Source: an optimization exercise on an open RTL-to-GDS flow (aim: small area and a short achievable clock period). Production flows keep margins and buffers that such runs may drop.
At most, simulation tests tie the RTL to the original design; equivalence was not proved.

Setup of the baseline:
==> flow/design.v <==
module row_ecc (
    input  wire        clk,
    input  wire        in_valid,
    input  wire [71:0] word,        
    input  wire        eraen,       
    input  wire [6:0]  ecol,        
    input  wire        wr,          
    input  wire [63:0] wdata,       
    input  wire [63:0] wmask,       
    output reg         out_valid,
    output reg  [71:0] rword,       
    output wire        ue,          
    output wire        upset,       
    output wire [1:0]  ncorr,       
    output wire [6:0]  ccol,        
    output reg         ecbad,       
    output wire [71:0] wword        
);
    function [7:0] h;
        input [6:0] j;
        begin
            case (j)
                7'd0:  h = 8'h07; 7'd1:  h = 8'h0B; 7'd2:  h = 8'h0D; 7'd3:  h = 8'h0E;
                7'd4:  h = 8'h13; 7'd5:  h = 8'h15; 7'd6:  h = 8'h16; 7'd7:  h = 8'h19;
                7'd8:  h = 8'h1A; 7'd9:  h = 8'h1C; 7'd10: h = 8'h23; 7'd11: h = 8'h25;
                7'd12: h = 8'h26; 7'd13: h = 8'h29; 7'd14: h = 8'h2A; 7'd15: h = 8'h2C;
                7'd16: h = 8'h31; 7'd17: h = 8'h32; 7'd18: h = 8'h34; 7'd19: h = 8'h38;
                7'd20: h = 8'h43; 7'd21: h = 8'h45; 7'd22: h = 8'h46; 7'd23: h = 8'h49;
                7'd24: h = 8'h4A; 7'd25: h = 8'h4C; 7'd26: h = 8'h51; 7'd27: h = 8'h52;
                7'd28: h = 8'h54; 7'd29: h = 8'h58; 7'd30: h = 8'h61; 7'd31: h = 8'h62;
                7'd32: h = 8'h64; 7'd33: h = 8'h68; 7'd34: h = 8'h70; 7'd35: h = 8'h83;
                7'd36: h = 8'h85; 7'd37: h = 8'h86; 7'd38: h = 8'h89; 7'd39: h = 8'h8A;
                7'd40: h = 8'h8C; 7'd41: h = 8'h91; 7'd42: h = 8'h92; 7'd43: h = 8'h94;
                7'd44: h = 8'h98; 7'd45: h = 8'hA1; 7'd46: h = 8'hA2; 7'd47: h = 8'hA4;
                7'd48: h = 8'hA8; 7'd49: h = 8'hB0; 7'd50: h = 8'hC1; 7'd51: h = 8'hC2;
                7'd52: h = 8'hC4; 7'd53: h = 8'hC8; 7'd54: h = 8'hD0; 7'd55: h = 8'hE0;
                7'd56: h = 8'h1F; 7'd57: h = 8'h2F; 7'd58: h = 8'h37; 7'd59: h = 8'h3B;
                7'd60: h = 8'h3D; 7'd61: h = 8'h3E; 7'd62: h = 8'hF1; 7'd63: h = 8'hF2;
                7'd64: h = 8'h01; 7'd65: h = 8'h02; 7'd66: h = 8'h04; 7'd67: h = 8'h08;
                7'd68: h = 8'h10; 7'd69: h = 8'h20; 7'd70: h = 8'h40; 7'd71: h = 8'h80;
                default: h = 8'h00;
            endcase
        end
    endfunction
    integer j;
    reg [7:0] syn;
    always @(*) begin
        syn = 8'h00;
        for (j = 0; j < 72; j = j + 1)
            if (word[j]) syn = syn ^ h(j[6:0]);
    end
    wire       era_ok = eraen && (ecol <= 7'd71);
    wire       nz     = |syn;
    wire [7:0] s2     = syn ^ h(ecol);    
    wire       g2     = era_ok && nz;
    wire [15:0] lo1, hi1, lo2, hi2;
    genvar v;
    generate
        for (v = 0; v < 16; v = v + 1) begin : g_nib
            assign lo1[v] = (syn[3:0] == v);
            assign hi1[v] = (syn[7:4] == v);
            assign lo2[v] = (s2[3:0] == v);
            assign hi2[v] = (s2[7:4] == v) && g2;
        end
    endgenerate
    reg [71:0] m1, m2, f;
    reg [6:0]  idx;                       
    reg [7:0]  c;
    always @(*) begin
        idx = 7'd0;
        for (j = 0; j < 72; j = j + 1) begin
            c     = h(j[6:0]);
            m1[j] = lo1[c[3:0]] && hi1[c[7:4]];
            m2[j] = lo2[c[3:0]] && hi2[c[7:4]];
            f[j]  = m1[j] || m2[j];
            if (f[j]) idx = idx | j[6:0];
        end
    end
    wire single = |m1;
    wire dbl    = |m2;
    reg [71:0] flip;
    always @(*) begin
        for (j = 0; j < 72; j = j + 1)
            flip[j] = f[j] || (dbl && (ecol == j[6:0]));
    end
    wire [71:0] rpart = word ^ flip;
    wire [63:0] mpart = (wdata & wmask) | (rpart[63:0] & ~wmask);
    reg [63:0] mpart_q;
    reg [6:0]  idx_q, ecol_q;
    reg        single_q, dbl_q, nz_q, fw_q;
    always @(posedge clk) begin
        out_valid <= in_valid;
        nz_q      <= nz;
        fw_q      <= wr && (&wmask);
        ecbad     <= eraen && (ecol > 7'd71);
        rword     <= rpart;
        mpart_q   <= mpart;
        idx_q     <= idx;
        ecol_q    <= ecol;
        single_q  <= single;
        dbl_q     <= dbl;
    end
    function [7:0] encode;
        input [63:0] d;
        integer k;
        begin
            encode = 8'h00;
            for (k = 0; k < 64; k = k + 1)
                if (d[k]) encode = encode ^ h(k[6:0]);
        end
    endfunction
    assign ue    = nz_q && !single_q && !dbl_q;
    assign upset = nz_q && !single_q && !dbl_q && !fw_q;
    assign wword = {encode(mpart_q), mpart_q};
    assign ncorr = {dbl_q, single_q};
    assign ccol  = single_q ? idx_q : !dbl_q ? 7'd0 : (idx_q < ecol_q) ? idx_q : ecol_q;
endmodule
clock: 14.0 ns
lec_check: 0
cap_margin: 20
core_margin: 2
core_utilization: 30
slew_margin: 20
tns_end_percent: 0
standard.sh (not shown) runs the stock make flow with config.mk's settings and CLKGATE_MAP_FILE= SYNTH_SCRIPT=/design/flow/synth_recipe.tcl, a recipe that flattens the netlist after the stock synthesis.
==> flow/flow/run.sh <==
#!/bin/bash
set -o pipefail
export BUFFER_PORTS_ARGS="-buffer_cell sky130_fd_sc_hd__buf_1"
export SETUP_SLACK_MARGIN=8
bash standard.sh > standard.log 2>&1
The baseline finished every stage and its layout cleared the timing, design-rule and antenna checks.
Here is what was changed in the inputs of the candidate compared with the baseline.
--- a/flow/design.v
+++ b/flow/design.v
@@ -8,7 +8,7 @@
     input  wire [63:0] wdata,       
     input  wire [63:0] wmask,       
     output reg         out_valid,
-    output reg  [71:0] rword,       
+    output wire [71:0] rword,       
     output wire        ue,          
     output wire        upset,       
     output wire [1:0]  ncorr,       
@@ -78,27 +78,24 @@
     end
     wire single = |m1;
     wire dbl    = |m2;
-    reg [71:0] flip;
-    always @(*) begin
-        for (j = 0; j < 72; j = j + 1)
-            flip[j] = f[j] || (dbl && (ecol == j[6:0]));
-    end
-    wire [71:0] rpart = word ^ flip;
+    wire [71:0] rpart = word ^ f;
     wire [63:0] mpart = (wdata & wmask) | (rpart[63:0] & ~wmask);
+    reg [71:0] rpart_q;
     reg [63:0] mpart_q;
     reg [6:0]  idx_q, ecol_q;
-    reg        single_q, dbl_q, nz_q, fw_q;
+    reg        single_q, dbl_q, nz_q, fw_q, ume_q;
     always @(posedge clk) begin
         out_valid <= in_valid;
         nz_q      <= nz;
         fw_q      <= wr && (&wmask);
         ecbad     <= eraen && (ecol > 7'd71);
-        rword     <= rpart;
+        rpart_q   <= rpart;
         mpart_q   <= mpart;
         idx_q     <= idx;
         ecol_q    <= ecol;
         single_q  <= single;
         dbl_q     <= dbl;
+        ume_q     <= (ecol < 7'd64) && !wmask[ecol[5:0]];
     end
     function [7:0] encode;
         input [63:0] d;
@@ -109,9 +106,19 @@
                 if (d[k]) encode = encode ^ h(k[6:0]);
         end
     endfunction
+    wire dblm = dbl_q && ume_q;      
     assign ue    = nz_q && !single_q && !dbl_q;
     assign upset = nz_q && !single_q && !dbl_q && !fw_q;
-    assign wword = {encode(mpart_q), mpart_q};
+    reg [71:0] fe, fem;
+    always @(*) begin
+        for (j = 0; j < 72; j = j + 1) begin
+            fe[j]  = dbl_q  && (ecol_q == j[6:0]);
+            fem[j] = dblm && (ecol_q == j[6:0]);
+        end
+    end
+    wire [63:0] lanes = mpart_q ^ fem[63:0];
+    assign rword = rpart_q ^ fe;
+    assign wword = {encode(lanes), lanes};
     assign ncorr = {dbl_q, single_q};
     assign ccol  = single_q ? idx_q : !dbl_q ? 7'd0 : (idx_q < ecol_q) ? idx_q : ecol_q;
 endmodule
--- outcome ---
Fmax | the candidate vs the baseline | the candidate faster. The candidate and the baseline ended up with roughly the same starting density of the core. The candidate vs the baseline: met2 wire length up by more than a quarter. In the flow results for the baseline and the candidate, the clock period minus worst slack is larger on the baseline. Of the candidate and the baseline, it is the candidate that has the higher combined flip-flop and latch cell area.
Only the layout flow was run in the candidate; the RTL was not checked for function there.

port drivers added, routing unchanged:
Ports are ideal in the flow. The routed layouts listed here were re-timed in OpenROAD. Step 1 assumes that a clkbuf_16 drives the clock port and a buf_2 every other input. Step 2 also shifts input and output timing later by t, the mid clock arrival at the registers, as if the neighbouring blocks saw the same clock. Slacks: no drivers / after step 1 / after step 2; pairs: no drivers / after step 1.
| run | shift t [ns] | slack for setup (ns) | latest minus earliest clock arrival (ns) |
|---|---|---|---|
| the baseline | 0.503 | 6.827 / 6.864 / 6.361 | 0.018 / 0.018 |
| the candidate | 0.502 | 7.850 / 7.875 / 7.374 | 0.029 / 0.029 |
After both steps every run listed still meets setup and hold. The setup slack of the candidate, which loses most, moves by +0.025 ns with the drivers and by -0.476 ns with both steps.
